From an optimization exercise on the open Yosys and OpenROAD flow, aimed at small area; shortcuts taken in it are not production practice. Where RTL was checked, it was by simulation tests only, not by an equivalence proof against the original. Power figures rest on the tool's default switching activity, not on a simulated workload.

==> build 26: inputs <==
==> flow/design.v <==
module lk7_ecc_enc (
    input  wire [95:0] data,
    output reg  [7:0]  check
);
    integer p, b, k;
    always @* begin
        check = 8'd0;
        k = 0;
        for (p = 1; p < 104; p = p + 1) begin
            if ((p & (p - 1)) != 0) begin
                for (b = 0; b < 7; b = b + 1)
                    if (((p >> b) & 1) != 0)
                        check[b] = check[b] ^ data[k];
                k = k + 1;
            end
        end
        check[7] = (^data) ^ (^check[6:0]);
    end
endmodule
module lk7_fetch_correct (
    input  wire [103:0] code,         
    output reg  [95:0]  word,         
    output wire [7:0]   syndrome      
);
    wire [95:0] data  = code[95:0];
    wire [7:0]  chk_s = code[103:96];
    wire [7:0] chk_c;
    lk7_ecc_enc u_enc (.data(data), .check(chk_c));
    wire [6:0] s_low = chk_s[6:0] ^ chk_c[6:0];
    wire       s_par = (^data) ^ (^chk_s);
    assign syndrome = {s_par, s_low};
    wire [6:0]  hsel;
    wire [15:0] lsel;
    genvar gh, gl;
    generate
        for (gh = 0; gh < 7; gh = gh + 1) begin : hd
            assign hsel[gh] = s_par & (s_low[6:4] == gh);
        end
        for (gl = 0; gl < 16; gl = gl + 1) begin : ld
            assign lsel[gl] = (s_low[3:0] == gl);
        end
    endgenerate
    integer p, k;
    always @* begin
        word = data;
        k = 0;
        for (p = 1; p < 104; p = p + 1) begin
            if ((p & (p - 1)) != 0) begin
                word[k] = data[k] ^ (hsel[p >> 4] & lsel[p & 15]);
                k = k + 1;
            end
        end
    end
endmodule
module lk7_fetch_check (
    input  wire [95:0]  word,         
    input  wire [7:0]   syndrome,     
    input  wire [11:0]  sched_len,    
    output wire         corrected,
    output wire         uncorrectable,
    output wire         rm_fault,     
    output wire         rm_word,      
    output wire         rm_aux,       
    output wire         sb_fault,     
    output wire [1:0]   sb_field,     
    output wire         pb_fault,     
    output wire [2:0]   pb_class,     
    output wire         exec          
);
    wire [6:0] s_low = syndrome[6:0];
    wire       s_par = syndrome[7];
    wire s_big = s_low[6] & s_low[5] & (s_low[4] | s_low[3]);
    assign corrected     = s_par & ~s_big;
    assign uncorrectable = s_par ? s_big : (s_low != 7'd0);
    wire [3:0]  mode = word[75:72];
    wire [10:0] aux  = word[86:76];
    wire [2:0]  pwr  = word[89:87];
    wire [5:0]  rsvd = word[95:90];
    wire [15:0] m;
    genvar gm;
    generate
        for (gm = 0; gm < 16; gm = gm + 1) begin : md
            assign m[gm] = (mode == gm);
        end
    endgenerate
    wire al10 = m[4];
    wire al9  = al10 | m[11];
    wire al8  = al9 | m[3] | m[6] | m[9];
    wire al5  = al8 | m[8] | m[12];
    wire al2  = al5 | m[2];
    wire al1  = al2 | m[7];
    wire al0  = al1 | m[5] | m[10];
    wire [10:0] aux_mask = {al10, al9, al8, al8, al8, al5, al5, al5, al2, al1, al0};
    wire mode_rsvd = mode[3] & mode[2] & (mode[1] | mode[0]);
    wire rw = |rsvd;
    wire ra = |(aux & ~aux_mask);
    function lt11(input [10:0] a, input [10:0] b);
        integer j;
        reg c;
        begin
            c = 1'b0;
            for (j = 0; j < 11; j = j + 1)
                c = (~a[j] & b[j]) | (~a[j] & c) | (b[j] & c);
            lt11 = c;
        end
    endfunction
    function op_ok(input [13:0] op, input [11:0] L);
        reg [11:0] x;
        reg z5;
        begin
            x = op[11:0];
            z5 = ~|x[11:5];
            case (op[13:12])
                2'b00: op_ok = x[11] ? ~(x[10] | x[9]) : (L[11] | lt11(x[10:0], L[10:0]));
                2'b01: op_ok = z5 & ~x[4];
                2'b10: op_ok = ~(x[11] | x[10]);
                default: op_ok = z5 &
                                 (x[4] ? ~x[2] :
                                  (x[3] ? (x[2:0] == 3'd0) : (x[2:0] != 3'd3 && x[2:0] != 3'd6 && x[2:0] != 3'd7)));
            endcase
        end
    endfunction
    wire [3:0] op_bad;
    genvar gi;
    generate
        for (gi = 0; gi < 4; gi = gi + 1) begin : opc
            assign op_bad[gi] = ~op_ok(word[16 + 14*gi +: 14], sched_len);
        end
    endgenerate
    wire sb_any = (mode != 4'h0) & ~mode_rsvd & (|op_bad);
    wire [1:0] sb_low = op_bad[0] ? 2'd0 : op_bad[1] ? 2'd1 : op_bad[2] ? 2'd2 : 2'd3;
    wire c1 = m[1];
    wire c2 = m[2] | m[3] | m[12];
    wire c3 = m[4] | m[11];
    wire c4 = m[5] | m[6] | m[8] | m[9];
    wire c5 = m[7] & ~aux[1];
    wire c6 = m[7] & aux[1];
    wire c7 = m[10];
    wire [2:0] act = {c4 | c5 | c6 | c7, c2 | c3 | c6 | c7, c1 | c3 | c5 | c7};
    wire pb_any = (pwr < act);
    assign rm_word  = ~uncorrectable & rw;
    assign rm_aux   = ~uncorrectable & ra;
    assign rm_fault = ~uncorrectable & (rw | ra | mode_rsvd);
    assign sb_fault = ~uncorrectable & sb_any;
    assign sb_field = sb_fault ? sb_low : 2'd0;
    assign pb_fault = ~uncorrectable & pb_any;
    assign pb_class = pb_fault ? act : 3'd0;
    assign exec     = ~uncorrectable & ~(rw | ra | mode_rsvd) & ~sb_any & ~pb_any;
endmodule
module lk7_g1_fetch #(
    parameter NBP = 8
) (
    input  wire               clk,
    input  wire               rst_n,           
    input  wire               fetch_valid,
    input  wire [11:0]        sched_len,
    input  wire [NBP*104-1:0] fetch_code,
    input  wire               wr_valid,
    input  wire [95:0]        wr_data,
    output reg                out_valid,
    output reg  [NBP*96-1:0]  out_word,
    output reg  [NBP*8-1:0]   out_syndrome,
    output wire [NBP-1:0]     out_corrected,
    output wire [NBP-1:0]     out_uncorrectable,
    output wire [NBP-1:0]     out_rm_fault,
    output wire [NBP-1:0]     out_rm_word,
    output wire [NBP-1:0]     out_rm_aux,
    output wire [NBP-1:0]     out_sb_fault,
    output wire [NBP*2-1:0]   out_sb_field,
    output wire [NBP-1:0]     out_pb_fault,
    output wire [NBP*3-1:0]   out_pb_class,
    output wire [NBP-1:0]     out_exec,
    output reg                wr_check_valid,
    output reg  [7:0]         wr_check
);
    wire [NBP*96-1:0] c_word;
    wire [NBP*8-1:0]  c_syn;
    genvar g;
    generate
        for (g = 0; g < NBP; g = g + 1) begin : bpc
            lk7_fetch_correct u_cor (
                .code    (fetch_code[g*104 +: 104]),
                .word    (c_word[g*96 +: 96]),
                .syndrome(c_syn[g*8 +: 8])
            );
        end
    endgenerate
    wire [7:0] enc_check;
    lk7_ecc_enc u_wenc (.data(wr_data), .check(enc_check));
    reg [11:0] r_len;
    always @(posedge clk) begin
        if (!rst_n) begin
            out_valid      <= 1'b0;
            wr_check_valid <= 1'b0;
        end else begin
            out_valid      <= fetch_valid;
            wr_check_valid <= wr_valid;
        end
        r_len        <= sched_len;
        out_word     <= c_word;
        out_syndrome <= c_syn;
        wr_check     <= enc_check;
    end
    generate
        for (g = 0; g < NBP; g = g + 1) begin : bp
            lk7_fetch_check u_chk (
                .word         (out_word[g*96 +: 96]),
                .syndrome     (out_syndrome[g*8 +: 8]),
                .sched_len    (r_len),
                .corrected    (out_corrected[g]),
                .uncorrectable(out_uncorrectable[g]),
                .rm_fault     (out_rm_fault[g]),
                .rm_word      (out_rm_word[g]),
                .rm_aux       (out_rm_aux[g]),
                .sb_fault     (out_sb_fault[g]),
                .sb_field     (out_sb_field[g*2 +: 2]),
                .pb_fault     (out_pb_fault[g]),
                .pb_class     (out_pb_class[g*3 +: 3]),
                .exec         (out_exec[g])
            );
        end
    endgenerate
endmodule
==> flow/flow/run.sh <==
#!/bin/bash
# Own layout flow: the standard layout (standard.sh), with two changes:
#  - synthesis maps with an area-oriented ABC script (flow/area.abc) and does not
#    extract half/full adders; registers and their names are those of the standard
#    synthesis (same script otherwise: synth_recipe.tcl with ORFS synth.tcl);
#  - the port buffers that global placement inserts are sky130_fd_sc_hd__buf_1.
set -euo pipefail
W=$(pwd)
mkdir -p "$W/custom"
# ORFS synth.tcl with the final ABC call using flow/area.abc
sed 's|log_cmd abc {\*}\$abc_args|log_cmd abc -script $::env(MY_ABC_SCRIPT) {*}[lrange $abc_args 2 end]|' \
    "$FLOW_HOME/scripts/synth.tcl" > "$W/custom/synth.tcl"
grep -q 'MY_ABC_SCRIPT' "$W/custom/synth.tcl"
sed "s|source \$::env(SCRIPTS_DIR)/synth.tcl|source $W/custom/synth.tcl|" \
    "$W/synth_recipe.tcl" > "$W/custom/synth_recipe.tcl"
grep -q "$W/custom/synth.tcl" "$W/custom/synth_recipe.tcl"
export MY_ABC_SCRIPT="$W/flow/area.abc"
bash "$W/standard.sh" \
    "SYNTH_SCRIPT=$W/custom/synth_recipe.tcl" \
    "ADDER_MAP_FILE=" \
    "BUFFER_PORTS_ARGS=-buffer_cell sky130_fd_sc_hd__buf_1" \
    finish > "$W/flow_make.log" 2>&1
==> flow/flow/area.abc <==
&get -n
&st
&dch
&nf -a
&st
&syn2
&synch2
&nf -a
&put
==> flow/standard.sh <==
#!/bin/bash
# synth_recipe.tcl (not shown) runs the flow's synth.tcl, then flattens the netlist and writes it again
# the make line also repeats each setting of config.mk as NAME=value (left out here)
make -C /OpenROAD-flow-scripts/flow DESIGN_CONFIG=/design/flow/config.mk WORK_HOME=/design/flow/orfs CLKGATE_MAP_FILE= SYNTH_SCRIPT=/design/flow/synth_recipe.tcl "${@:-finish}"
==> flow/config.mk <==
export PLATFORM = sky130hd
export DESIGN_NAME = lk7_g1_fetch
export DESIGN_NICKNAME = lk7_g1_fetch
export VERILOG_FILES = /design/flow/design.v
export SDC_FILE = /design/flow/constraint.sdc
export NUM_CORES = 4
export LEC_CHECK = 0
export CAP_MARGIN = 20
export CORE_AREA = 2 2 898 148
export DIE_AREA = 0 0 900 150
export SLEW_MARGIN = 20
==> flow/constraint.sdc <==
create_clock -name core_clock -period 8.0 [get_ports {clk}]
set_input_delay 1.6000 -clock core_clock [delete_from_list [all_inputs] [get_ports {clk}]]
set_output_delay 1.6000 -clock core_clock [all_outputs]
set_load 0.01 [all_outputs]
==> build 54: changes against build 26 <==
==> flow/design.v, changed modules only <==
module lk7_fetch_check (
    input  wire [95:0]  data,         
    input  wire [7:0]   syndrome,     
    input  wire [11:0]  sched_len,    
    output reg  [95:0]  word,         
    output wire         corrected,
    output wire         uncorrectable,
    output wire         rm_fault,     
    output wire         rm_word,      
    output wire         rm_aux,       
    output wire         sb_fault,     
    output wire [1:0]   sb_field,     
    output wire         pb_fault,     
    output wire [2:0]   pb_class,     
    output wire         exec          
);
    wire [6:0] s_low = syndrome[6:0];
    wire       s_par = syndrome[7];
    wire s_big = s_low[6] & s_low[5] & (s_low[4] | s_low[3]);
    assign corrected     = s_par & ~s_big;
    assign uncorrectable = s_par ? s_big : (s_low != 7'd0);
    wire [6:0]  hsel;
    wire [15:0] lsel;
    genvar gh, gl;
    generate
        for (gh = 0; gh < 7; gh = gh + 1) begin : hd
            assign hsel[gh] = s_par & (s_low[6:4] == gh);
        end
        for (gl = 0; gl < 16; gl = gl + 1) begin : ld
            assign lsel[gl] = (s_low[3:0] == gl);
        end
    endgenerate
    integer p, k;
    always @* begin
        word = data;
        k = 0;
        for (p = 1; p < 104; p = p + 1) begin
            if ((p & (p - 1)) != 0) begin
                word[k] = data[k] ^ (hsel[p >> 4] & lsel[p & 15]);
                k = k + 1;
            end
        end
    end
    wire [3:0]  mode = word[75:72];
    wire [10:0] aux  = word[86:76];
    wire [2:0]  pwr  = word[89:87];
    wire [5:0]  rsvd = word[95:90];
    reg [10:0] aux_mask;
    always @* begin
        case (mode)
            4'h2:    aux_mask = 11'h007;   
            4'h3:    aux_mask = 11'h1FF;   
            4'h4:    aux_mask = 11'h7FF;   
            4'h5:    aux_mask = 11'h001;   
            4'h6:    aux_mask = 11'h1FF;   
            4'h7:    aux_mask = 11'h003;   
            4'h8:    aux_mask = 11'h03F;   
            4'h9:    aux_mask = 11'h1FF;   
            4'hA:    aux_mask = 11'h001;   
            4'hB:    aux_mask = 11'h3FF;   
            4'hC:    aux_mask = 11'h03F;   
            default: aux_mask = 11'h000;   
        endcase
    end
    wire mode_rsvd = mode[3] & mode[2] & (mode[1] | mode[0]);
    wire rw = |rsvd;
    wire ra = |(aux & ~aux_mask);
    function lt12(input [11:0] a, input [11:0] b);
        integer j;
        reg c;
        begin
            c = 1'b0;
            for (j = 0; j < 12; j = j + 1)
                c = (~a[j] & b[j]) | ((~a[j] | b[j]) & c);
            lt12 = c;
        end
    endfunction
    function op_ok(input [13:0] op, input [11:0] L);
        reg [11:0] x;
        begin
            x = op[11:0];
            case (op[13:12])
                2'b00: op_ok = lt12(x, L) | (x[11:9] == 3'b100);
                2'b01: op_ok = (x[11:4] == 8'd0);
                2'b10: op_ok = (x[11:10] == 2'd0);
                default: op_ok = (x[11:5] == 7'd0) &
                                 (x[4] ? ~x[2] :
                                  (x[3] ? (x[2:0] == 3'd0) : (x[2:0] != 3'd3 && x[2:0] != 3'd6 && x[2:0] != 3'd7)));
            endcase
        end
    endfunction
    wire [3:0] op_bad;
    genvar gi;
    generate
        for (gi = 0; gi < 4; gi = gi + 1) begin : opc
            assign op_bad[gi] = ~op_ok(word[16 + 14*gi +: 14], sched_len);
        end
    endgenerate
    wire sb_any = (mode != 4'h0) & ~mode_rsvd & (|op_bad);
    wire [1:0] sb_low = op_bad[0] ? 2'd0 : op_bad[1] ? 2'd1 : op_bad[2] ? 2'd2 : 2'd3;
    reg [2:0] act;
    always @* begin
        case (mode)
            4'h0: act = 3'd0;
            4'h1: act = 3'd1;
            4'h2, 4'h3, 4'hC: act = 3'd2;
            4'h4, 4'hB: act = 3'd3;
            4'h5, 4'h6, 4'h8, 4'h9: act = 3'd4;
            4'h7: act = aux[1] ? 3'd6 : 3'd5;
            4'hA: act = 3'd7;
            default: act = 3'd0;
        endcase
    end
    wire pb_any = (pwr < act);
    assign rm_word  = ~uncorrectable & rw;
    assign rm_aux   = ~uncorrectable & ra;
    assign rm_fault = ~uncorrectable & (rw | ra | mode_rsvd);
    assign sb_fault = ~uncorrectable & sb_any;
    assign sb_field = sb_fault ? sb_low : 2'd0;
    assign pb_fault = ~uncorrectable & pb_any;
    assign pb_class = pb_fault ? act : 3'd0;
    assign exec     = ~uncorrectable & ~(rw | ra | mode_rsvd) & ~sb_any & ~pb_any;
endmodule
module lk7_g1_fetch #(
    parameter NBP = 8
) (
    input  wire               clk,
    input  wire               rst_n,           
    input  wire               fetch_valid,
    input  wire [11:0]        sched_len,
    input  wire [NBP*104-1:0] fetch_code,
    input  wire               wr_valid,
    input  wire [95:0]        wr_data,
    output reg                out_valid,
    output wire [NBP*96-1:0]  out_word,
    output reg  [NBP*8-1:0]   out_syndrome,
    output wire [NBP-1:0]     out_corrected,
    output wire [NBP-1:0]     out_uncorrectable,
    output wire [NBP-1:0]     out_rm_fault,
    output wire [NBP-1:0]     out_rm_word,
    output wire [NBP-1:0]     out_rm_aux,
    output wire [NBP-1:0]     out_sb_fault,
    output wire [NBP*2-1:0]   out_sb_field,
    output wire [NBP-1:0]     out_pb_fault,
    output wire [NBP*3-1:0]   out_pb_class,
    output wire [NBP-1:0]     out_exec,
    output reg                wr_check_valid,
    output reg  [7:0]         wr_check
);
    wire [NBP*8-1:0] c_syn;
    genvar g;
    generate
        for (g = 0; g < NBP; g = g + 1) begin : bps
            wire [95:0] d = fetch_code[g*104 +: 96];
            wire [7:0]  c = fetch_code[g*104+96 +: 8];
            wire [7:0]  chk;
            lk7_ecc_enc u_enc (.data(d), .check(chk));
            assign c_syn[g*8 +: 8] = {(^d) ^ (^c), chk[6:0] ^ c[6:0]};
        end
    endgenerate
    wire [7:0] enc_check;
    lk7_ecc_enc u_wenc (.data(wr_data), .check(enc_check));
    reg [NBP*96-1:0] r_data;
    reg [11:0]       r_len;
    always @(posedge clk) begin
        if (!rst_n) begin
            out_valid      <= 1'b0;
            wr_check_valid <= 1'b0;
        end else begin
            out_valid      <= fetch_valid;
            wr_check_valid <= wr_valid;
        end
        r_len        <= sched_len;
        out_syndrome <= c_syn;
        wr_check     <= enc_check;
    end
    generate
        for (g = 0; g < NBP; g = g + 1) begin : rd
            always @(posedge clk) r_data[g*96 +: 96] <= fetch_code[g*104 +: 96];
        end
    endgenerate
    generate
        for (g = 0; g < NBP; g = g + 1) begin : bp
            lk7_fetch_check u_chk (
                .data         (r_data[g*96 +: 96]),
                .syndrome     (out_syndrome[g*8 +: 8]),
                .sched_len    (r_len),
                .word         (out_word[g*96 +: 96]),
                .corrected    (out_corrected[g]),
                .uncorrectable(out_uncorrectable[g]),
                .rm_fault     (out_rm_fault[g]),
                .rm_word      (out_rm_word[g]),
                .rm_aux       (out_rm_aux[g]),
                .sb_fault     (out_sb_fault[g]),
                .sb_field     (out_sb_field[g*2 +: 2]),
                .pb_fault     (out_pb_fault[g]),
                .pb_class     (out_pb_class[g*3 +: 3]),
                .exec         (out_exec[g])
            );
        end
    endgenerate
endmodule
// module lk7_fetch_correct removed
==> flow/run.sh (new file) <==
#!/bin/bash
# synth_recipe.tcl (not shown) runs the flow's synth.tcl, then flattens the netlist and writes it again
# the make line also repeats each setting of config.mk as NAME=value (left out here)
make -C /OpenROAD-flow-scripts/flow DESIGN_CONFIG=/design/flow/config.mk WORK_HOME=/design/flow/orfs CLKGATE_MAP_FILE= SYNTH_SCRIPT=/design/flow/synth_recipe.tcl finish
- CORE_AREA: 2 2 898 148 -> 10 10 690 690
- DIE_AREA: 0 0 900 150 -> 0 0 700 700
removed: flow/flow/run.sh
removed: flow/flow/area.abc
removed: flow/standard.sh
==> qor summary <==
| quantity | build 54 | build 26 |
|---|---|---|
| Floorplan die height | 700 um | 150 um |
| Run status | no timing/DRC/antenna violations | no timing/DRC/antenna violations |
| Total length of routed wires | 587000 um | 344000 um |
| Tapcell count | 6149 | 1760 |
| Met3 layer wire length in the routed design | 73200 um | 61900 um |
| Final worst-path cycle share | 97.9% | 84.4% |
| Sequential group power | 5.85 mW | 7.23 mW |
| Critical path's most frequent cell | sky130_fd_sc_hd__buf_4 | sky130_fd_sc_hd__o21a_1 |
| Routed WL per cell | 37.4 um | 34.0 um |
| Antenna violations before repair | 144 | 42 |
| Global-route track usage on met2 | 34.7% | 59.9% |
| Share of total power in combinational logic | 55.4% | 67.0% |
| Area of the multi-input gates | 43300 um^2 | 37300 um^2 |
| Total track usage | 22.5% | 48.2% |
| Number of fill cells | 51400 | 12700 |
| Library cell with the largest summed area after synthesis | sky130_fd_sc_hd__dfxtp_1 | sky130_fd_sc_hd__xnor2_1 |
| Area delta synth->final | 48.6% | 20.9% |
| Leakage power of the design | 31.9 nW | 22.3 nW |
| Peak supply drop | 346 uV | 677 uV |
| Worst Hold Launch | sched_len[10] | sched_len[1] |
| Count of placed standard cells in the final layout, fillers left out | 15700 | 10100 |
| Core region area | 460000 um^2 | 129000 um^2 |
Function not checked in build 54: the RTL went through the layout flow alone.

[re-timing with driven ports]
No port has a modelled driver above. Below, the same layouts with a new extraction and two added sets of constraints.
Step 1 assumes that a clkbuf_16 drives the clock port and a buf_2 every other input.
Step 2, shift: input delay + t, output delay - t, t = (earliest + latest rising clock arrival at the registers) / 2. This alone moves slack from input paths to output paths.
Slacks: no drivers / after step 1 / after step 2; pairs: no drivers / after step 1.
run	t (ns)	setup WS [ns]	hold WS [ns]	worst register clock-pin slew, ns	cell pins on the clock port's net
build 26	0.808	1.248 / 1.141 / 1.701	0.956 / 0.902 / 1.710	0.11 / 0.11	1
build 54	0.950	0.171 / 0.075 / 1.024	1.133 / 1.078 / 2.027	0.08 / 0.08	1
After both steps every run listed still meets setup and hold.
